This is an optimization exercise on Yosys and OpenROAD, whose aim is small area, not a production implementation. No functional check of the RTL was part of any run shown here. Power is estimated from default activity; no workload was simulated.

==> flow/run.sh <==
#!/bin/bash
# synth_recipe.tcl (not shown) runs the flow's synth.tcl, then flattens the netlist and writes it again
# the make line also repeats each setting of config.mk as NAME=value (left out here)
make -C /OpenROAD-flow-scripts/flow DESIGN_CONFIG=/design/flow/config.mk WORK_HOME=/design/flow/orfs CLKGATE_MAP_FILE= SYNTH_SCRIPT=/design/flow/synth_recipe.tcl finish
==> flow/config.mk <==
export PLATFORM = sky130hd
export DESIGN_NAME = zr_microseq
export DESIGN_NICKNAME = zr_microseq
export VERILOG_FILES = /design/flow/design.v
export SDC_FILE = /design/flow/constraint.sdc
export NUM_CORES = 4
export LEC_CHECK = 0
export ABC_AREA = 1
export CAP_MARGIN = 20
export CORE_MARGIN = 2
export CORE_UTILIZATION = 40
export CTS_BUF_LIST = sky130_fd_sc_hd__clkbuf_4 sky130_fd_sc_hd__clkbuf_8
export SLEW_MARGIN = 20
export SYNTH_MEMORY_MAX_BITS = 16384
==> flow/constraint.sdc <==
create_clock -name core_clock -period 50.0 [get_ports {clk}]
set_input_delay 10.0000 -clock core_clock [delete_from_list [all_inputs] [get_ports {clk}]]
set_output_delay 10.0000 -clock core_clock [all_outputs]
set_load 0.01 [all_outputs]
==> flow/design.v <==
module zr_wave0 (
    input  wire [8:0]  k,
    output reg  [11:0] q
);
    always @(*) begin
        case (k)
            9'd0: q = 12'd0;
            9'd1: q = 12'd25;
            9'd2: q = 12'd50;
            9'd3: q = 12'd75;
            9'd4: q = 12'd100;
            9'd5: q = 12'd126;
            9'd6: q = 12'd151;
            9'd7: q = 12'd176;
            9'd8: q = 12'd201;
            9'd9: q = 12'd226;
            9'd10: q = 12'd251;
            9'd11: q = 12'd276;
            9'd12: q = 12'd301;
            9'd13: q = 12'd326;
            9'd14: q = 12'd351;
            9'd15: q = 12'd376;
            9'd16: q = 12'd401;
            9'd17: q = 12'd426;
            9'd18: q = 12'd451;
            9'd19: q = 12'd476;
            9'd20: q = 12'd501;
            9'd21: q = 12'd526;
            9'd22: q = 12'd551;
            9'd23: q = 12'd576;
            9'd24: q = 12'd601;
            9'd25: q = 12'd626;
            9'd26: q = 12'd651;
            9'd27: q = 12'd675;
            9'd28: q = 12'd700;
            9'd29: q = 12'd725;
            9'd30: q = 12'd750;
            9'd31: q = 12'd774;
            9'd32: q = 12'd799;
            9'd33: q = 12'd824;
            9'd34: q = 12'd848;
            9'd35: q = 12'd873;
            9'd36: q = 12'd897;
            9'd37: q = 12'd922;
            9'd38: q = 12'd946;
            9'd39: q = 12'd971;
            9'd40: q = 12'd995;
            9'd41: q = 12'd1019;
            9'd42: q = 12'd1044;
            9'd43: q = 12'd1068;
            9'd44: q = 12'd1092;
            9'd45: q = 12'd1116;
            9'd46: q = 12'd1141;
            9'd47: q = 12'd1165;
            9'd48: q = 12'd1189;
            9'd49: q = 12'd1213;
            9'd50: q = 12'd1237;
            9'd51: q = 12'd1261;
            9'd52: q = 12'd1285;
            9'd53: q = 12'd1308;
            9'd54: q = 12'd1332;
            9'd55: q = 12'd1356;
            9'd56: q = 12'd1380;
            9'd57: q = 12'd1403;
            9'd58: q = 12'd1427;
            9'd59: q = 12'd1450;
            9'd60: q = 12'd1474;
            9'd61: q = 12'd1497;
            9'd62: q = 12'd1521;
            9'd63: q = 12'd1544;
            9'd64: q = 12'd1567;
            9'd65: q = 12'd1590;
            9'd66: q = 12'd1613;
            9'd67: q = 12'd1636;
            9'd68: q = 12'd1659;
            9'd69: q = 12'd1682;
            9'd70: q = 12'd1705;
            9'd71: q = 12'd1728;
            9'd72: q = 12'd1751;
            9'd73: q = 12'd1774;
            9'd74: q = 12'd1796;
            9'd75: q = 12'd1819;
            9'd76: q = 12'd1841;
            9'd77: q = 12'd1864;
            9'd78: q = 12'd1886;
            9'd79: q = 12'd1908;
            9'd80: q = 12'd1930;
            9'd81: q = 12'd1952;
            9'd82: q = 12'd1975;
            9'd83: q = 12'd1997;
            9'd84: q = 12'd2018;
            9'd85: q = 12'd2040;
            9'd86: q = 12'd2062;
            9'd87: q = 12'd2084;
            9'd88: q = 12'd2105;
            9'd89: q = 12'd2127;
            9'd90: q = 12'd2148;
            9'd91: q = 12'd2170;
            9'd92: q = 12'd2191;
            9'd93: q = 12'd2212;
            9'd94: q = 12'd2233;
            9'd95: q = 12'd2254;
            9'd96: q = 12'd2275;
            9'd97: q = 12'd2296;
            9'd98: q = 12'd2317;
            9'd99: q = 12'd2337;
            9'd100: q = 12'd2358;
            9'd101: q = 12'd2378;
            9'd102: q = 12'd2399;
            9'd103: q = 12'd2419;
            9'd104: q = 12'd2439;
            9'd105: q = 12'd2460;
            9'd106: q = 12'd2480;
            9'd107: q = 12'd2500;
            9'd108: q = 12'd2519;
            9'd109: q = 12'd2539;
            9'd110: q = 12'd2559;
            9'd111: q = 12'd2578;
            9'd112: q = 12'd2598;
            9'd113: q = 12'd2617;
            9'd114: q = 12'd2636;
            9'd115: q = 12'd2656;
            9'd116: q = 12'd2675;
            9'd117: q = 12'd2694;
            9'd118: q = 12'd2713;
            9'd119: q = 12'd2731;
            9'd120: q = 12'd2750;
            9'd121: q = 12'd2769;
            9'd122: q = 12'd2787;
            9'd123: q = 12'd2805;
            9'd124: q = 12'd2824;
            9'd125: q = 12'd2842;
            9'd126: q = 12'd2860;
            9'd127: q = 12'd2878;
            9'd128: q = 12'd2896;
            9'd129: q = 12'd2913;
            9'd130: q = 12'd2931;
            9'd131: q = 12'd2948;
            9'd132: q = 12'd2966;
            9'd133: q = 12'd2983;
            9'd134: q = 12'd3000;
            9'd135: q = 12'd3017;
            9'd136: q = 12'd3034;
            9'd137: q = 12'd3051;
            9'd138: q = 12'd3068;
            9'd139: q = 12'd3084;
            9'd140: q = 12'd3101;
            9'd141: q = 12'd3117;
            9'd142: q = 12'd3133;
            9'd143: q = 12'd3149;
            9'd144: q = 12'd3165;
            9'd145: q = 12'd3181;
            9'd146: q = 12'd3197;
            9'd147: q = 12'd3213;
            9'd148: q = 12'd3228;
            9'd149: q = 12'd3244;
            9'd150: q = 12'd3259;
            9'd151: q = 12'd3274;
            9'd152: q = 12'd3289;
            9'd153: q = 12'd3304;
            9'd154: q = 12'd3319;
            9'd155: q = 12'd3333;
            9'd156: q = 12'd3348;
            9'd157: q = 12'd3362;
            9'd158: q = 12'd3377;
            9'd159: q = 12'd3391;
            9'd160: q = 12'd3405;
            9'd161: q = 12'd3419;
            9'd162: q = 12'd3433;
            9'd163: q = 12'd3446;
            9'd164: q = 12'd3460;
            9'd165: q = 12'd3473;
            9'd166: q = 12'd3486;
            9'd167: q = 12'd3499;
            9'd168: q = 12'd3512;
            9'd169: q = 12'd3525;
            9'd170: q = 12'd3538;
            9'd171: q = 12'd3551;
            9'd172: q = 12'd3563;
            9'd173: q = 12'd3575;
            9'd174: q = 12'd3588;
            9'd175: q = 12'd3600;
            9'd176: q = 12'd3611;
            9'd177: q = 12'd3623;
            9'd178: q = 12'd3635;
            9'd179: q = 12'd3646;
            9'd180: q = 12'd3658;
            9'd181: q = 12'd3669;
            9'd182: q = 12'd3680;
            9'd183: q = 12'd3691;
            9'd184: q = 12'd3702;
            9'd185: q = 12'd3713;
            9'd186: q = 12'd3723;
            9'd187: q = 12'd3733;
            9'd188: q = 12'd3744;
            9'd189: q = 12'd3754;
            9'd190: q = 12'd3764;
            9'd191: q = 12'd3774;
            9'd192: q = 12'd3783;
            9'd193: q = 12'd3793;
            9'd194: q = 12'd3802;
            9'd195: q = 12'd3811;
            9'd196: q = 12'd3821;
            9'd197: q = 12'd3830;
            9'd198: q = 12'd3838;
            9'd199: q = 12'd3847;
            9'd200: q = 12'd3856;
            9'd201: q = 12'd3864;
            9'd202: q = 12'd3872;
            9'd203: q = 12'd3880;
            9'd204: q = 12'd3888;
            9'd205: q = 12'd3896;
            9'd206: q = 12'd3904;
            9'd207: q = 12'd3911;
            9'd208: q = 12'd3919;
            9'd209: q = 12'd3926;
            9'd210: q = 12'd3933;
            9'd211: q = 12'd3940;
            9'd212: q = 12'd3947;
            9'd213: q = 12'd3953;
            9'd214: q = 12'd3960;
            9'd215: q = 12'd3966;
            9'd216: q = 12'd3972;
            9'd217: q = 12'd3978;
            9'd218: q = 12'd3984;
            9'd219: q = 12'd3990;
            9'd220: q = 12'd3996;
            9'd221: q = 12'd4001;
            9'd222: q = 12'd4006;
            9'd223: q = 12'd4011;
            9'd224: q = 12'd4016;
            9'd225: q = 12'd4021;
            9'd226: q = 12'd4026;
            9'd227: q = 12'd4030;
            9'd228: q = 12'd4035;
            9'd229: q = 12'd4039;
            9'd230: q = 12'd4043;
            9'd231: q = 12'd4047;
            9'd232: q = 12'd4051;
            9'd233: q = 12'd4054;
            9'd234: q = 12'd4058;
            9'd235: q = 12'd4061;
            9'd236: q = 12'd4064;
            9'd237: q = 12'd4067;
            9'd238: q = 12'd4070;
            9'd239: q = 12'd4073;
            9'd240: q = 12'd4075;
            9'd241: q = 12'd4078;
            9'd242: q = 12'd4080;
            9'd243: q = 12'd4082;
            9'd244: q = 12'd4084;
            9'd245: q = 12'd4086;
            9'd246: q = 12'd4087;
            9'd247: q = 12'd4089;
            9'd248: q = 12'd4090;
            9'd249: q = 12'd4091;
            9'd250: q = 12'd4092;
            9'd251: q = 12'd4093;
            9'd252: q = 12'd4094;
            9'd253: q = 12'd4094;
            9'd254: q = 12'd4095;
            9'd255: q = 12'd4095;
            9'd256: q = 12'd4095;
            default: q = 12'd0;
        endcase
    end
endmodule
module zr_microseq (
    input  wire        clk,
    input  wire        rst,       
    input  wire        tick,
    input  wire        en,        
    input  wire        halt,      
    input  wire        inv,       
    input  wire [39:0] pos,       
    input  wire [31:0] vel,       
    input  wire [15:0] v1,        
    input  wire [15:0] v2,
    input  wire [15:0] v3,
    input  wire [15:0] v4,
    output reg         done,
    output reg  [2:0]  band,
    output reg  [2:0]  tgt,
    output reg         pend,
    output reg  [9:0]  addr,
    output wire [11:0] mag_a,
    output wire        pol_a,
    output wire [11:0] mag_b,
    output wire        pol_b
);
    reg  [5:0]  cnt;
    reg  [1:0]  st;               
    reg  [38:0] pprev;            
    reg  [11:0] magb;
    wire neg   = vel[31];
    wire go    = tick & en & ~halt;
    wire first = (cnt == 6'd0);
    wire run   = ~first | go;
    wire [5:0] cinc;
    assign cinc[0] = ~cnt[0];
    assign cinc[1] = cnt[1] ^ cnt[0];
    assign cinc[2] = cnt[2] ^ (&cnt[1:0]);
    assign cinc[3] = cnt[3] ^ (&cnt[2:0]);
    assign cinc[4] = cnt[4] ^ (&cnt[3:0]);
    assign cinc[5] = cnt[5] ^ (&cnt[4:0]);
    wire c38   = (cnt == 6'd38);
    wire c39   = (cnt == 6'd39);
    wire c45   = (cnt == 6'd45);
    wire c48   = (cnt == 6'd48);
    wire cap   = (cnt == 6'd58);
    wire ph_x  = ~cnt[5] | (cnt[5:3] == 3'b100);                   
    wire ph_a  = (cnt[5:4] == 2'b11) & (~cnt[3] | (cnt[3:1] == 3'b100));  
    wire ph_1  = (cnt[5:4] == 2'b00) & ~(cnt[3] & cnt[2]);         
    wire ph_2  = ((cnt[5:4] == 2'b00) & cnt[3] & cnt[2]) | (cnt[5:4] == 2'b01) |
                 ((cnt[5:4] == 2'b10) & ~(cnt[3] & cnt[2] & cnt[1]));   
    wire ph_2u = ph_2 & ((cnt[5:4] != 2'b10) | (cnt[3:2] == 2'b00) |
                         (cnt[3:0] == 4'b0100) | (cnt[3:0] == 4'b0101) |
                         (cnt[3:0] == 4'b0110) | (cnt[3:0] == 4'b0111)) &
             ~((cnt[5:4] == 2'b10) & cnt[2]);                       
    reg pbit;
    integer pi;
    always @(*) begin
        pbit = 1'b0;
        for (pi = 0; pi < 39; pi = pi + 1)
            pbit = pbit | (pos[pi] & ((cnt == pi) | ((pi < 10) && (cnt == pi + 48))));
    end
    wire [3:0] jj  = cnt[3:0];
    wire       offb = (ph_a ? (jj == 4'd0) : first) & neg |
                      (ph_a ? (jj == 4'd7) : (cnt == 6'd7));
    reg        ba, bb, gt;
    reg  [4:1] tk;
    wire       clr  = first | c48;
    wire       ba0  = ba & ~clr;
    wire       bb0  = bb & ~clr;
    wire       gt0  = gt & ~clr;
    wire       pb   = pprev[0];
    wire       abit = c39 ? ba : (pbit ^ offb ^ ba0);
    wire       bbit = c39 ? bb : (pb ^ offb ^ bb0);
    wire       ba_n = c38 ? (pbit | ba0) : ((~pbit & (offb | ba0)) | (offb & ba0));
    wire       bb_n = c38 ? (pb | bb0)   : ((~pb & (offb | bb0)) | (offb & bb0));
    wire       dif  = abit ^ bbit;
    reg        lt2k, eq2k;
    always @(*) begin
        case (band)
            3'd1:    begin lt2k = (jj[3:1] == 3'd0);  eq2k = (jj == 4'd2); end
            3'd2:    begin lt2k = (jj[3:2] == 2'd0);  eq2k = (jj == 4'd4); end
            3'd3:    begin lt2k = (jj[3:2] == 2'd0) | (jj[3:1] == 3'd2); eq2k = (jj == 4'd6); end
            3'd4:    begin lt2k = ~jj[3];             eq2k = (jj == 4'd8); end
            default: begin lt2k = 1'b0;               eq2k = (jj == 4'd0); end
        endcase
    end
    wire       mbit = ~lt2k & abit;
    wire       addb = (jj == 4'd7) | (neg & eq2k);
    wire       gbit = mbit ^ addb ^ bb0;
    wire       gcy  = (mbit & addb) | (mbit & bb0) | (addb & bb0);
    wire       obit = gbit ^ (inv & gt0);
    reg  [1:0] vp;
    integer vi;
    always @(*) begin
        vp = 2'b00;
        for (vi = 0; vi < 12; vi = vi + 1)
            vp = vp | (vel[2*vi +: 2] & {2{(cnt == vi) || ((cnt >> 1) == vi + 6)}});
    end
    wire [1:0] up2  = vp ^ {2{neg}};
    wire       ubit = ph_2u & (cnt[0] ? up2[1] : up2[0]);
    reg  [2:0] racc;
    wire [2:0] rprev = first ? {2'b00, neg} : racc;
    reg  [2:0] rnext;
    wire [4:0] rsum = {1'b0, rprev, 1'b0} + {3'b000, up2[0], 1'b0} + {2'b00, up2[1], 2'b00};
    always @(*) begin
        case (rsum)
            5'd0: rnext = 3'd0;
            5'd1: rnext = 3'd1;
            5'd2: rnext = 3'd2;
            5'd3: rnext = 3'd3;
            5'd4: rnext = 3'd4;
            5'd5: rnext = 3'd5;
            5'd6: rnext = 3'd6;
            5'd7: rnext = 3'd0;
            5'd8: rnext = 3'd1;
            5'd9: rnext = 3'd2;
            5'd10: rnext = 3'd3;
            5'd11: rnext = 3'd4;
            5'd12: rnext = 3'd5;
            5'd13: rnext = 3'd6;
            5'd14: rnext = 3'd0;
            5'd15: rnext = 3'd1;
            5'd16: rnext = 3'd2;
            5'd17: rnext = 3'd3;
            5'd18: rnext = 3'd4;
            default: rnext = 3'bxxx;
        endcase
    end
    reg        cb;        
    reg        kb;        
    always @(*) begin
        case (cnt)
            6'd12: cb = ~neg;           
            6'd13: cb = neg;
            6'd14: cb = ~neg;
            6'd15: cb = neg;
            6'd16: cb = ~neg;
            6'd17: cb = 1'b1;
            6'd18: cb = neg;
            6'd22: cb = ~neg;
            6'd23: cb = 1'b1;
            6'd24: cb = neg;
            default: cb = 1'b0;
        endcase
    end
    reg [14:0] kv;
    integer ki2;
    always @(*) begin
        case (racc)
            3'd0: kv = 15'd3125;
            3'd1: kv = 15'd6250;
            3'd2: kv = 15'd9375;
            3'd3: kv = 15'd12500;
            3'd4: kv = 15'd15625;
            3'd5: kv = 15'd18750;
            default: kv = 15'd21875;
        endcase
        kb = 1'b0;
        for (ki2 = 0; ki2 < 15; ki2 = ki2 + 1)
            kb = kb | (kv[ki2] & (cnt == ki2 + 12));
    end
    reg  [10:0] dl;               
    reg  [2:0]  mc;
    wire [3:0]  msum = ubit + dl[1] + dl[3] + dl[4] + dl[9] + dl[10] + cb + mc;
    wire        xr   = msum[0];
    reg  [2:0]  pd;
    reg         kc, pbw;
    wire        xs   = pd[2] ^ kb ^ kc;
    wire        kc_n = (pd[2] & kb) | (pd[2] & kc) | (kb & kc);
    wire        pbit2 = xs ^ xr ^ pbw;
    wire        pbw_n = (~xs & (xr | pbw)) | (xr & pbw);
    reg         seen;
    wire        seen_n = ph_2 & (seen | ubit);
    wire        hi   = ph_2 & cinc[5];
    wire [3:0]  vix  = cinc[3:0];
    wire [4:1]  vb   = {hi & v4[vix], hi & v3[vix], hi & v2[vix], hi & v1[vix]};
    reg  [4:1]  rch, sty;
    wire [4:1]  rch_n, sty_n;
    genvar gi;
    generate for (gi = 1; gi <= 4; gi = gi + 1) begin : g_trk
        assign rch_n[gi] = ph_2 & ((xr ^ vb[gi]) ? xr : rch[gi]);
        assign sty_n[gi] = ph_2 & ((xs ^ vb[gi]) ? xs : sty[gi]);
    end endgenerate
    wire        sat   = neg ? ~&vel[30:22] : |vel[30:22];
    wire [4:1]  never = {v4[15], v3[15], v2[15], v1[15]};
    wire [4:1]  reach = ~never & ({4{sat}} | rch_n);
    wire [4:1]  stay  = ~never & ({4{sat}} | sty_n);
    wire        vzero = ~neg & ~sat & ~seen_n;
    reg  [2:0]  tgt_c;
    reg         upw;
    always @(*) begin
        upw = 1'b0;
        case (band)
            3'd0: begin
                upw = reach[1];
                tgt_c = reach[4] ? 3'd4 : reach[3] ? 3'd3 : reach[2] ? 3'd2 : reach[1] ? 3'd1 : 3'd0;
            end
            3'd1: begin
                upw = reach[2];
                tgt_c = reach[4] ? 3'd4 : reach[3] ? 3'd3 : reach[2] ? 3'd2 : stay[1] ? 3'd1 : 3'd0;
            end
            3'd2: begin
                upw = reach[3];
                tgt_c = reach[4] ? 3'd4 : reach[3] ? 3'd3 : stay[2] ? 3'd2 : stay[1] ? 3'd1 : 3'd0;
            end
            3'd3: begin
                upw = reach[4];
                tgt_c = reach[4] ? 3'd4 : stay[3] ? 3'd3 : stay[2] ? 3'd2 : stay[1] ? 3'd1 : 3'd0;
            end
            default: begin
                tgt_c = stay[4] ? 3'd4 : stay[3] ? 3'd3 : stay[2] ? 3'd2 : stay[1] ? 3'd1 : 3'd0;
            end
        endcase
    end
    wire [2:0] coarse  = upw ? tgt_c : band;
    reg        tkc;
    always @(*) begin
        case (coarse)
            3'd1:    tkc = tk[1];
            3'd2:    tkc = tk[2];
            3'd3:    tkc = tk[3];
            default: tkc = tk[4];
        endcase
    end
    wire       chg     = (tgt_c != band);
    wire       crossed = tkc & (gt ^ neg);
    wire [2:0] band_n  = (chg & crossed) ? tgt_c : band;
    wire       restart = ~st[1] | vzero | (st[0] ^ neg);
    always @(posedge clk) begin
        dl   <= {dl[9:0], ubit};
        mc   <= ph_2 ? msum[3:1] : 3'd0;
        pd   <= {pd[1:0], ph_2 & pbit2};
        kc   <= ph_2 & kc_n;
        pbw  <= ph_2 & pbw_n;
        rch  <= rch_n;
        sty  <= sty_n;
        seen <= seen_n;
        if (ph_1) racc <= rnext;
        if (rst) begin
            done <= 1'b0;
            cnt  <= 6'd0;
            st   <= 2'd0;
            band <= 3'd0;
            tgt  <= 3'd0;
            pend <= 1'b0;
        end else begin
            done <= cap | (first & tick & ~go);
            if (first & tick & ~go) begin
                st   <= 2'd0;
                band <= 3'd0;
                tgt  <= 3'd0;
                pend <= 1'b0;
            end
            cnt <= (cap | ~run) ? 6'd0 : cinc;
            if (c45) begin
                if (restart) begin
                    band <= 3'd0;
                    tgt  <= 3'd0;
                    pend <= 1'b0;
                    st   <= (~|st | vzero) ? 2'd1 : {1'b1, neg};
                end else begin
                    band <= band_n;
                    tgt  <= tgt_c;
                    pend <= (tgt_c != band_n);
                end
            end
        end
        if (run & (ph_x | ph_a)) begin
            ba <= ba_n;
            bb <= ph_a ? gcy : bb_n;
            gt <= ph_a ? (gt0 | gbit) : (dif ? (c39 ? bbit : abit) : gt0);
        end
        if (run & ph_x) begin
            tk[1] <= (tk[1] & ~first) | (dif & (cnt[5:1] != 5'd0));
            tk[2] <= (tk[2] & ~first) | (dif & (cnt[5:2] != 4'd0));
            tk[3] <= (tk[3] & ~first) | (dif & (cnt[5:2] != 4'd0) & (cnt[5:1] != 5'd2));
            tk[4] <= (tk[4] & ~first) | (dif & (cnt[5:3] != 3'd0));
        end
        if (run & ph_x & ~c39) pprev <= {pbit, pprev[38:1]};
        if (ph_a) addr <= {obit, addr[9:1]};
        if (cap) magb <= qv;
    end
    wire        qsel = addr[8] ^ cap;
    wire [7:0]  u8   = addr[7:0];
    wire [8:0]  kk;
    assign kk[0] = u8[0];
    genvar ki;
    generate for (ki = 1; ki < 8; ki = ki + 1) begin : g_neg
        assign kk[ki] = u8[ki] ^ (qsel & |u8[ki-1:0]);
    end endgenerate
    assign kk[8] = qsel & ~|u8;
    wire [11:0] qv;
    zr_wave0 u_tab (.k(kk), .q(qv));
    assign mag_a = qv;
    assign pol_a = addr[9];
    assign mag_b = magb;
    assign pol_b = addr[9] ^ addr[8];
endmodule
==> results.cfg, run 1 <==
[floorplan]
dieArea_mm2 = 0.0248
die_h_um = 157
coreArea_mm2 = 0.0233
num_rows = 56
initial_core_util_pct = 40.5
io_pins = 186
fp.dieW_um = 157

[sta]
min_period_over_period_pct = 32.5
slew_headroom_pct = 34.9
whs_ps = 316
finalSetupTns_ps = 0
hold_violations = 0
period_needed_ps = 16250
final.setup_skew_ps = 17.8
fmax_mhz = 61.5
worstMarginPinSlew_ps = 976
rsz0062_at_grt = no
finalSetupViolCount = 0
finalMaxSlewViolations = 0

[yosys]
synth_cells = 1347
synth_top_area_cell = edfxtp_1
ys_warn_count = 2
synth_top_area_share_pct = 22.6
yosysSeqAreaShare_pct = 32.0
synth.net_count = 1523
synth_ff_type = edfxtp_1
synth_common_cells = 360 x nand2_1, 140 x inv_1, 137 x nand3_1, 123 x nor2_1, 71 x edfxtp_1
synth_seq_cells = 115
synth.distinct_cells = 71
synthArstFlopShare_pct = 0
synth_edf_count = 71
synth_most_common_cell = nand2_1
synth_area_mm2 = 0.00942
avgSynthCellArea_um2 = 6.99
yosys-top-cells-area = edfxtp_1 23%, nand2_1 14%, dfxtp_1 9.3%, nand3_1 7.3%, inv_1 5.6%

[min_path]
worstHoldStart = dl[6]
hold_depth = 0
min_to = dl[7]
hp-class = reg -> reg

[critical_path]
start_kind = flip-flop
worst-setup-path-type = reg -> out
critPathMaxStageDelay_ps = 760
critPathMostFrequentCell = inv_1
critical_path.cell_chain = buf_4, inv_1, ha_1, nand3_4, xnor2_4, nand2_1, xor2_2, inv_2, nor2_2, inv_1, a221oi_1, nor3_1, a21oi_1, clkdlybuf4s50_1
regToRegStartpoint = cnt[0]
cpMaxStageDelayCell = inv_1
ff2ff_setup_slack_ps = 42850
reg2reg_depth = 37
cp_data_required_time_ps = 40000
r2r-end = band[2]
cp.arrival_ps = 6250
path_max_fanout = 40
worstSetupEndpointType = output pin

[clock_tree]
clk_pin_slew_worst_paths_ps = 90
cts_tree = done
clock_latency_ps = 470
htreeDepth = 4
numClockSinks = 115
cts_resized = 0
clk_path_buf_depth = 2
postCtsHoldBufs = 0
root_buffer = clkbuf_8
cts_setup_buffers = 0
numCtsBuffers = 17

[grt]
grt_start_max_net_pins = 51
grt_pass1_wl_mm = 52.8
first_global_vias = 9737
globalRouteTotalUtil_pct = 27.6
grt_overflow = 0
antenna_found_initial = 0

[place]
hpwl_mm = 25.8
portBuffers = 184
gp_congestion = 1.01

[route]
drc_errors = 0
drtAntennaViolNets = 0
vias_per_cell = 5.49
firstDrtPassIters = 6
wl_mm = 34.1
avgRoutedWirePerCell_um = 18.5
num_vias = 10100
drt-initial-drc-count = 929

[cells_and_area]
fillCellCount = 2329
drive_gt1_share_pct = 9.02
diodes = 0
area_growth_pct = 25.9
final_nets = 1682

[flow_run]
max_cap_violations = 0

[pwr]
power_density_mw_per_mm2 = 19.4
p_leak_nw = 4.89
irDropWorstVdd_mv = 0.0141

[outcome]
status = complete, no violations
-- power by group --
group | total, mW | internal [mW] | leakage (nW) | switching (mW)
clock | 0.0875 | 0.0375 | 0.194 | 0.0500
sequential | 0.107 | 0.105 | 1.02 | 0.00232
combinational | 0.0355 | 0.0171 | 3.68 | 0.0184
total | 0.230 | 0.160 | 4.89 | 0.0707
-- how the worst max path moves through the flow --
stage | start | end | slack, ps | depth (start not counted)
finish | cnt[0] | mag_a[3] | 33750 | 14
global route | cnt[0] | mag_a[3] | 33410 | 14
CTS | cnt[0] | mag_a[3] | 33910 | 14
detailed placement | cnt[0] | mag_a[3] | 34430 | 14
global placement | cnt[0] | mag_a[3] | 34290 | 14
floorplan | vel[3] | band[1] | 35800 | 30
-- cell type report --
cell class | count | area, um2 | share of cell area, %
sequential | 115 | 3010 | 25.4
inverter | 170 | 646 | 5.44
clock buffer | 17 | 234 | 1.97
tap | 319 | 399 | 3.37
timing repair buffer | 192 | 1910 | 16.1
clock inverter | 15 | 161 | 1.36
multi-input combinational | 1010 | 5490 | 46.3
-- routing by layer --
| layer | wire (um) | vias to the layer above | global-route usage, % |
|---|---|---|---|
| li1 | - | 4867 | - |
| met1 | 14100 | 4561 | 34.5 |
| met2 | 15600 | 566 | 45.0 |
| met3 | 3010 | 101 | 6.47 |
| met4 | 1380 | 0 | 13.2 |
| met5 | 0 | - | 0 |
-- worst max-delay path: cells and delay by family (launching register included) --
kind	cells	cell delay (ps)
buffers and inverters	5	2330
XOR/XNOR	2	1030
adder cells (fa/ha/maj)	1	600
AO/OA/AOI/OAI	2	510
AND/OR/NAND/NOR	4	990
flip-flops	1	300
-- state kept, by name (all words and copies together) (netlist names), 2 cells and up --
register	count
tgt	3
band	3
dl	11
cnt	6
tk	4
pd	3
racc	3
addr	10
mc	3
st	2
rch	4
magb	12
sty	4
pprev	39
-- placed cells by master, fill, tap and decap left out, types with 17 or more instances in the layout --
master           count
a21oi_1             69
clkbuf_8            17
clkdlybuf4s50_1    184
dfxtp_1             44
edfxtp_1            71
ha_1                24
inv_1              140
inv_2               25
nand2_1            360
nand3_1            137
nor2_1             122
o21ai_0             65
-- logic make-up after synthesis --
kind of cell,share of synthesized area [%]
compound gates,16.9
simple gates,33.5
flops,32.0
fa+ha+maj,5.31
xor+xnor,2.50
buf+inv,9.85
-- through the flow --
stage / utilization, % / power [mW] / cells / area, um2 / setup slack (ps)
after detailed placement: 49.2 / 0.145 / 1805 / 11400 / 34430
after CTS: 50.9 / 0.232 / 1837 / 11800 / 33910
after global placement: 49.2 / 0.144 / 1805 / 11400 / 34290
final: 51.0 / 0.230 / 1838 / 11900 / 33750
after global routing: 51.0 / 0.241 / 1838 / 11900 / 33410
after floorplan: - / 0.127 / 1347 / 9420 / 35800
==> run 2: changes to the inputs <==
==> flow/flow/run.sh (new file) <==
#!/bin/bash
# Standard layout, with the port buffers made from the smallest buffer cell.
set -euo pipefail
export BUFFER_PORTS_ARGS="-buffer_cell sky130_fd_sc_hd__buf_1"
bash standard.sh > standard_flow.log 2>&1
==> flow/standard.sh (new file) <==
#!/bin/bash
# synth_recipe.tcl (not shown) runs the flow's synth.tcl, then flattens the netlist and writes it again
# the make line also repeats each setting of config.mk as NAME=value (left out here)
make -C /OpenROAD-flow-scripts/flow DESIGN_CONFIG=/design/flow/config.mk WORK_HOME=/design/flow/orfs CLKGATE_MAP_FILE= SYNTH_SCRIPT=/design/flow/synth_recipe.tcl "${@:-finish}"
removed: flow/run.sh
==> run 2 against run 1 <==
Still clean. Routed wire length decreased by 6.4%. Clock skew decreased by 7.0 ps. Worst hold slack improved by 6.8 ps. Final cell count decreased by 0.11%. Flip-flop and latch count unchanged. Sequential power about the same. Cell area decreased by 9.8%. Area after synthesis unchanged. Synthesized cell count unchanged.
==> results.cfg, run 2 <==
[cells_and_area]
largest_reg_flops = 39
multi_input_area_mm2 = 0.00549
final_nets = 1680
layout_commonest_cell = nand2_1
largest_register = pprev
final_core_util_pct = 46.0
drive_gt1_share_pct = 8.83
area_growth_pct = 13.5
diodes = 0
final_cell_count_no_fill = 1836
fillCellCount = 2461
top_regs = pprev x39, magb x12, dl x11
seqCellArea_mm2 = 0.00301
final_cell_mix = 360 x nand2_1, 184 x buf_1, 140 x inv_1, 137 x nand3_1, 122 x nor2_1
final_area_mm2 = 0.0107

[floorplan]
die_h_um = 157
io_pins = 186
dieArea_mm2 = 0.0248
initial_core_util_pct = 40.5
fp.dieW_um = 157
coreArea_mm2 = 0.0233
num_rows = 56

[clock_tree]
cts_setup_buffers = 0
numCtsBuffers = 17
clock_latency_ps = 450
clk_path_buf_depth = 2
cts_tree = done
clk_pin_slew_worst_paths_ps = 80
postCtsHoldBufs = 0
cts_resized = 0
numClockSinks = 115
root_buffer = clkbuf_8
htreeDepth = 4

[place]
dpl_worst_slack_ps = 34770
placed_cells = 1803
portBuffers = 184
dpl_cell_area_mm2 = 0.0103
gp_congestion = 1.02
hpwl_mm = 24.1

[critical_path]
critPathMostFrequentCell = nor2_1
critPathMaxStageDelay_ps = 660
path_max_fanout = 33
start_kind = flip-flop
crit_buf_inv = 3
critical_path.cell_chain = inv_1, ha_1, nand3_4, xor2_2, o21ai_1, nand2_1, inv_2, nand2_1, nor2_1, nor2_1, nor2_1, o21ai_0, a21oi_1, nor3_1, a22oi_1, buf_1
worstSetupEndpointType = output pin
cp_data_required_time_ps = 40000
cpMaxStageDelayCell = inv_1
worst-setup-path-type = reg -> out
regToRegStartpoint = cnt[0]
critical_path.startpoint = cnt[0]
crit_family = simple AND/OR/NAND/NOR gates
cp.arrival_ps = 5560

[sta]
whs_ps = 323
worstMarginPinSlew_ps = 1060
finalMaxSlewViolations = 0
slew_headroom_pct = 28.9
period_needed_ps = 15560
fmax_mhz = 64.3
finalSetupViolCount = 0
rsz0062_at_grt = no
finalSetupTns_ps = 0
hold_violations = 0
final.setup_skew_ps = 10.8
fin_ws_ps = 34440
min_period_over_period_pct = 31.1

[route]
drc_errors = 0
avgRoutedWirePerCell_um = 17.4
firstDrtPassIters = 6
drtAntennaViolNets = 0
vias_per_cell = 5.52
num_vias = 10100
drt-initial-drc-count = 1075
wl_mm = 31.9

[yosys]
synth_top_area_share_pct = 22.6
synth_top_area_cell = edfxtp_1
yosysSeqAreaShare_pct = 32.0
synthArstFlopShare_pct = 0
synth.net_count = 1523
ys_warn_count = 2
synth_area_mm2 = 0.00942
avgSynthCellArea_um2 = 6.99
synth_seq_cells = 115
synth.distinct_cells = 71
yosys-top-cells-area = edfxtp_1 23%, nand2_1 14%, dfxtp_1 9.3%, nand3_1 7.3%, inv_1 5.6%
synth_most_common_cell = nand2_1
synth_ff_type = edfxtp_1
synth_cells = 1347
synth_common_cells = 360 x nand2_1, 140 x inv_1, 137 x nand3_1, 123 x nor2_1, 71 x edfxtp_1
synth_edf_count = 71

[min_path]
hp-class = reg -> reg
worstHoldStart = dl[0]

[grt]
grt_overflow = 0
grt_start_max_net_pins = 51
grt_pass1_wl_mm = 50.2
globalRouteTotalUtil_pct = 26.0
first_global_vias = 9581
antenna_found_initial = 0

[pwr]
power_density_mw_per_mm2 = 21.1
irDropWorstVdd_mv = 0.0153
p_leak_nw = 4.38
total_power_mw = 0.226

[outcome]
status = complete, no violations

[flow_run]
max_cap_violations = 0
[run 2: power by group]
part | switching, mW | internal, mW | leakage (nW)
logic | 0.0182 | 0.00998 | 3.17
clock network | 0.0434 | 0.0468 | 0.196
registers | 0.00240 | 0.105 | 1.02
total | 0.0639 | 0.162 | 4.38
[run 2: cells by family after synthesis]
group / Yosys count / share of synthesized area, %
XOR/XNOR: 17 / 2.50
AO/OA/AOI/OAI: 252 / 16.9
AND/OR/NAND/NOR: 707 / 33.5
buffers and inverters: 222 / 9.85
flip-flops: 115 / 32.0
adder cells (fa/ha/maj): 34 / 5.31
[run 2: layer usage]
metal / part of all wire, % / global-route usage [%] / vias up
li1: - / - / 4862
met1: 42 / 33.4 / 4587
met2: 45 / 42.2 / 593
met3: 9.2 / 6.14 / 98
met4: 3.7 / 10.0 / 0
met5: 0 / 0 / -
[run 2: final timing paths]
path / slack [ps] / cells after the start / to
setup / recovery: 34440 / 16 / mag_a[1]
setup reg to reg: 43240 / 34 / band[2]
hold reg to reg: 320 / 0 / dl[1]
hold / removal: 320 / 0 / dl[1]
[run 2: layout make-up]
type | count | area share, %
Timing Repair Buffer | 190 | 6.99
Tap cell | 319 | 3.73
Multi-Input combinational cell | 1010 | 51.3
Clock inverter | 13 | 1.36
Inverter | 170 | 6.04
Clock buffer | 19 | 2.39
Sequential cell | 115 | 28.2
[run 2: worst reg2reg max path, delay by kind of cell, from the launching register on]
family | cells | cell delay [ps]
compound gates | 4 | 630
xor+xnor | 1 | 310
fa+ha+maj | 5 | 2520
buf+inv | 3 | 760
flops | 1 | 310
simple gates | 21 | 2140
==> run 3: changes to the inputs <==
==> flow/flow/run.sh (replaced) <==
#!/bin/bash
# The standard layout with three changes, none of which touches the registers:
#  1. after the standard synthesis, its combinational cells are mapped again by ABC with an
#     area script (flow/area.abc); the registers keep their cells and names;
#  2. each cell is then swapped for the smallest cell of its family (the clock period leaves
#     tens of ns of slack; repair_design still fixes slew and load after placement);
#  3. the port buffers are the smallest buffer cell.
set -euo pipefail
export BUFFER_PORTS_ARGS="-buffer_cell sky130_fd_sc_hd__buf_1"
PLAT=$FLOW_HOME/platforms/$FLOW_PLATFORM
LIB=$PLAT/lib/sky130_fd_sc_hd__tt_025C_1v80.lib
RES=orfs/results/$FLOW_PLATFORM/zr_microseq/base
YOSYS=${YOSYS_EXE:-$(command -v yosys || echo /OpenROAD-flow-scripts/tools/install/yosys/bin/yosys)}

bash standard.sh synth > standard_synth.log 2>&1
cp $RES/1_2_yosys.v standard_synth_netlist.v

python3 flow/cellmap.py $LIB cellmap.v > cellmap.log 2>&1
DU=$(python3 - "$PLAT/config.mk" <<'PY'
import re, sys
t = open(sys.argv[1]).read().replace('\\\n', ' ')
cells = []
for m in re.finditer(r'^export\s+DONT_USE_CELLS\s*\+?=\s*(.*)$', t, re.M):
    cells += m.group(1).split()
print(' '.join('-dont_use ' + c for c in cells))
PY
)
cat > resyn.ys <<EOY
read_liberty -lib $LIB
read_verilog standard_synth_netlist.v
hierarchy -top $FLOW_TOP
techmap -map cellmap.v
techmap
opt -purge
abc -liberty $LIB $DU -script flow/area.abc
opt_clean -purge
hilomap -singleton -hicell sky130_fd_sc_hd__conb_1 HI -locell sky130_fd_sc_hd__conb_1 LO
stat -liberty $LIB
check -assert -mapped
write_verilog -noattr -nohex -nodec resyn_netlist.v
EOY
$YOSYS -s resyn.ys > resyn.log 2>&1
python3 flow/downsize.py resyn_netlist.v $LIB $PLAT/config.mk > downsize.log 2>&1
cp resyn_netlist.v $RES/1_2_yosys.v
bash standard.sh > standard_flow.log 2>&1
==> flow/flow/area.abc (new file) <==
strash
&get -n
&deepsyn -T 60
&dch -f
&nf -a -F 5 -A 5
&put
==> flow/flow/cellmap.py (new file) <==
#!/usr/bin/env python3
"""Write a Yosys techmap file that replaces each combinational cell of a liberty file by
its logic function, so a mapped netlist can be mapped again. Cells with a ff, latch or
statetable group (the registers) are left out and stay as they are."""
import re, sys
lib = open(sys.argv[1]).read()

def block(text, start):
    depth, i = 1, start
    while depth:
        c = text[i]
        if c == '{':
            depth += 1
        elif c == '}':
            depth -= 1
        i += 1
    return text[start:i]

def conv(f):
    f = f.replace('!', '~').replace('+', '|').replace('*', '&')
    return re.sub(r'(\w|\))\s+(?=[\w~(])', r'\1 & ', f)

out = []
for m in re.finditer(r'\n\s*cell\s*\(\s*"?(\w+)"?\s*\)\s*\{', lib):
    name, body = m.group(1), block(lib, m.end())
    if re.search(r'\b(ff|latch|statetable)\s*\(', body):
        continue
    pins = []
    for pm in re.finditer(r'\n\s*pin\s*\(\s*"?(\w+)"?\s*\)\s*\{', body):
        pb = block(body, pm.end())
        d = re.search(r'direction\s*:\s*"?(\w+)"?', pb)
        f = re.search(r'function\s*:\s*"([^"]*)"', pb)
        pins.append((pm.group(1), d.group(1) if d else None, f.group(1) if f else None))
    outs = [p for p in pins if p[1] == 'output']
    ins = [p for p in pins if p[1] == 'input']
    if not outs or any(p[2] is None for p in outs):
        continue
    s = f"module {name}({', '.join(p[0] for p in ins + outs)});\n"
    s += ''.join(f"  input {p[0]};\n" for p in ins)
    s += ''.join(f"  output {p[0]};\n  assign {p[0]} = {conv(p[2])};\n" for p in outs)
    out.append(s + "endmodule\n")
open(sys.argv[2], 'w').write(''.join(out))
==> flow/flow/downsize.py (new file) <==
#!/usr/bin/env python3
"""Swap each standard cell in a Yosys netlist for the smallest-area cell of the same
family (same name up to the drive-strength suffix, hence the same pins and function)."""
import re, sys
netlist, lib, cfg = sys.argv[1], sys.argv[2], sys.argv[3]
# the platform's don't-use cells, from its config.mk
text = open(cfg).read().replace('\\\n', ' ')
dont_use = set()
for m in re.finditer(r'^export\s+DONT_USE_CELLS\s*\+?=\s*(.*)$', text, re.M):
    dont_use.update(m.group(1).split())
area, cur = {}, None
for line in open(lib):
    m = re.match(r'\s*cell\s*\(\s*"?(\w+)"?\s*\)', line)
    if m:
        cur = m.group(1)
    m = re.match(r'\s*area\s*:\s*([\d.]+)', line)
    if m and cur and cur not in area:
        area[cur] = float(m.group(1))
fam = {}
for c, a in area.items():
    m = re.match(r'(sky130_fd_sc_hd__\w+?)_(\d+)$', c)
    if m and c not in dont_use:
        fam.setdefault(m.group(1), []).append((a, c))
best = {}
for f, lst in fam.items():
    lst.sort()
    for a, c in lst:
        best[c] = lst[0][1] if lst[0][0] < a else c
src = open(netlist).read()
n = 0
def sub(m):
    global n
    c = m.group(2)
    b = best.get(c, c)
    if b != c:
        n += 1
    return m.group(1) + b + m.group(3)
src = re.sub(r'^(\s*)(sky130_fd_sc_hd__\w+)(\s)', sub, src, flags=re.M)
open(netlist, 'w').write(src)
print(f"downsized {n} cells")
--- a/flow/config.mk
+++ b/flow/config.mk
@@ -10,5 +10,5 @@
 export CORE_MARGIN = 2
 export CORE_UTILIZATION = 40
-export CTS_BUF_LIST = sky130_fd_sc_hd__clkbuf_4 sky130_fd_sc_hd__clkbuf_8
+export CTS_BUF_LIST = sky130_fd_sc_hd__clkbuf_8
 export SLEW_MARGIN = 20
 export SYNTH_MEMORY_MAX_BITS = 16384
==> run 3 against run 2 <==
Still clean on timing, DRC and antenna. Non-clock buffer count increased by 15. Cell area down 12%. Synthesized cell count decreased by 30%. Critical endpoint is now mag_a[2]. Largest power group unchanged.
==> results.cfg, run 3 <==
[clock_tree]
cts_setup_buffers = 0
htreeDepth = 4
numCtsBuffers = 17
clk_path_buf_depth = 2
cts_tree = done
postCtsHoldBufs = 0
cts_resized = 0
clock_latency_ps = 450
clk_pin_slew_worst_paths_ps = 80
root_buffer = clkbuf_8
numClockSinks = 115

[floorplan]
io_pins = 186
coreArea_mm2 = 0.0193
fp.dieW_um = 144
dieArea_mm2 = 0.0207
initial_core_util_pct = 40.4
num_rows = 51
die_h_um = 144

[cells_and_area]
layout_commonest_cell = buf_1
seqCellArea_mm2 = 0.00301
top_regs = pprev x39, magb x12, dl x11
area_growth_pct = 20.8
final_cell_mix = 184 x buf_1, 129 x nor2_1, 103 x nand2_1, 87 x o21ai_0, 80 x a21oi_1
diodes = 0
final_nets = 1311
multi_input_area_mm2 = 0.00476
fillCellCount = 1913
largest_register = pprev
largest_reg_flops = 39
drive_gt1_share_pct = 4.91

[place]
portBuffers = 184
gp_congestion = 1.00
hpwl_mm = 21.0

[critical_path]
worst-setup-path-type = reg -> out
path_max_fanout = 28
reg2reg_depth = 19
r2r-end = band[1]
regToRegStartpoint = cnt[3]
critPathMostFrequentCell = nor2_1
cpMaxStageDelayCell = nor4bb_1
worstSetupEndpointType = output pin
cp_data_required_time_ps = 40000
critPathMaxStageDelay_ps = 1070
critical_path.cell_chain = nor4bb_1, and3_1, buf_4, xnor2_1, nor2_1, xnor2_1, buf_4, nor2_1, buf_4, nor2_1, nor2_1, a21oi_1, nor3_1, o41ai_1, a31oi_1, or4b_1, nand3_1, o22a_1, buf_1
cp.arrival_ps = 6720
ff2ff_setup_slack_ps = 42940
start_kind = flip-flop

[yosys]
synth_cells = 945
synth_area_mm2 = 0.00781
ys_warn_count = 2
synth.net_count = 1087
avgSynthCellArea_um2 = 8.27

[grt]
grt_pass1_wl_mm = 45.6
globalRouteTotalUtil_pct = 28.5
grt_overflow = 0
grt_start_max_net_pins = 40
antenna_found_initial = 0
first_global_vias = 8421

[sta]
fmax_mhz = 59.8
period_needed_ps = 16720
rsz0062_at_grt = no
min_period_over_period_pct = 33.4
finalMaxSlewViolations = 0
finalSetupTns_ps = 0
whs_ps = 332
final.setup_skew_ps = 14.4
finalSetupViolCount = 0
worstMarginPinSlew_ps = 1160
slew_headroom_pct = 21.4
hold_violations = 0

[route]
avgRoutedWirePerCell_um = 20.1
firstDrtPassIters = 6
vias_per_cell = 6.21
num_vias = 8982
drt-initial-drc-count = 1057
drc_errors = 0
wl_mm = 29.1
drtAntennaViolNets = 0

[outcome]
status = complete, no violations

[pwr]
power_density_mw_per_mm2 = 24.4
irDropWorstVdd_mv = 0.0144
p_leak_nw = 3.07

[flow_run]
max_cap_violations = 0

[min_path]
worstHoldStart = dl[6]
hp-class = reg -> reg
min_to = dl[7]
hold_depth = 0
[run 3: where the power goes]
group / leakage [nW] / internal, mW / switching (mW) / total, mW
sequential: 1.02 / 0.105 / 0.00313 / 0.108
combinational: 1.85 / 0.0113 / 0.0171 / 0.0285
clock: 0.209 / 0.0469 / 0.0462 / 0.0931
[run 3: routing by layer]
metal / GRT usage [%] / vias up / part of all wire (%)
li1: - / 4155 / -
met1: 38.0 / 4187 / 43
met2: 44.7 / 546 / 45
met3: 6.20 / 94 / 8.8
met4: 11.7 / 0 / 3.7
met5: 0 / - / 0
[run 3: final cells by class]
cell class / instances / share of cell area [%]
repair buffers: 205 / 8.99
flip-flops and latches: 115 / 31.9
clock inverters: 15 / 1.98
inverters: 17 / 0.676
well taps: 265 / 3.51
clock buffers: 17 / 2.48
multi-input cells: 813 / 50.4
[run 3: worst max path at each step]
| stage | start | endpoint | cells past startpoint | slack (ps) |
|---|---|---|---|---|
| 2_1_floorplan | cnt[3] | mag_a[2] | 13 | 34780 |
| 3_3_place_gp | cnt[3] | mag_a[2] | 19 | 33790 |
| 3_5_place_dp | cnt[3] | mag_a[2] | 19 | 33870 |
| 4_1_cts | cnt[3] | mag_a[2] | 19 | 33350 |
| 5_1_grt | cnt[3] | mag_a[2] | 19 | 32890 |
| 6_report | cnt[3] | mag_a[2] | 19 | 33280 |
[run 3: critical path, delay by kind of cell (launching register included)]
family	cells	cell delay (ps)
xor gates and xnor gates	2	460
DFF	1	920
AOI/OAI and AO/OA	4	1190
buffers and inverters	4	900
and+or+nand+nor	9	2790
[run 3: metrics by stage]
step	instances	worst slack (ps)	cell area, um2	power, mW	util (%)
after floorplan	945	34780	7810	0.127	-
after global placement	1415	33790	9010	0.138	46.6
after detailed placement	1415	33870	9010	0.138	46.6
after CTS	1447	33350	9440	0.232	48.8
after global routing	1447	32890	9440	0.241	48.8
final	1447	33280	9440	0.230	48.8

-- static timing again, ports no longer ideal --
No port has a modelled driver above. Below, the same layouts with a new extraction and two added sets of constraints.
Step 1: set_driving_cell puts a clkbuf_16 on clk and a buf_2 on each other input, an assumption about the parent block.
Step 2 adds t to the input delays and takes it off the output delays; t is the mean of the earliest and latest rising clock arrival at the registers after step 1. Input paths then give back, and output paths get back, about the clock's delay inside the block.
Slacks: no drivers / after step 1 / after step 2; pairs: no drivers / after step 1.
run	t, ns	setup WS [ns]	worst register clock-pin slew, ns
run 1	0.504	33.747 / 33.702 / 34.207	0.09 / 0.09
run 2	0.489	34.442 / 34.395 / 34.704	0.08 / 0.08
run 3	0.479	33.276 / 33.235 / 33.714	0.09 / 0.09
After both steps every run listed still meets setup and hold.
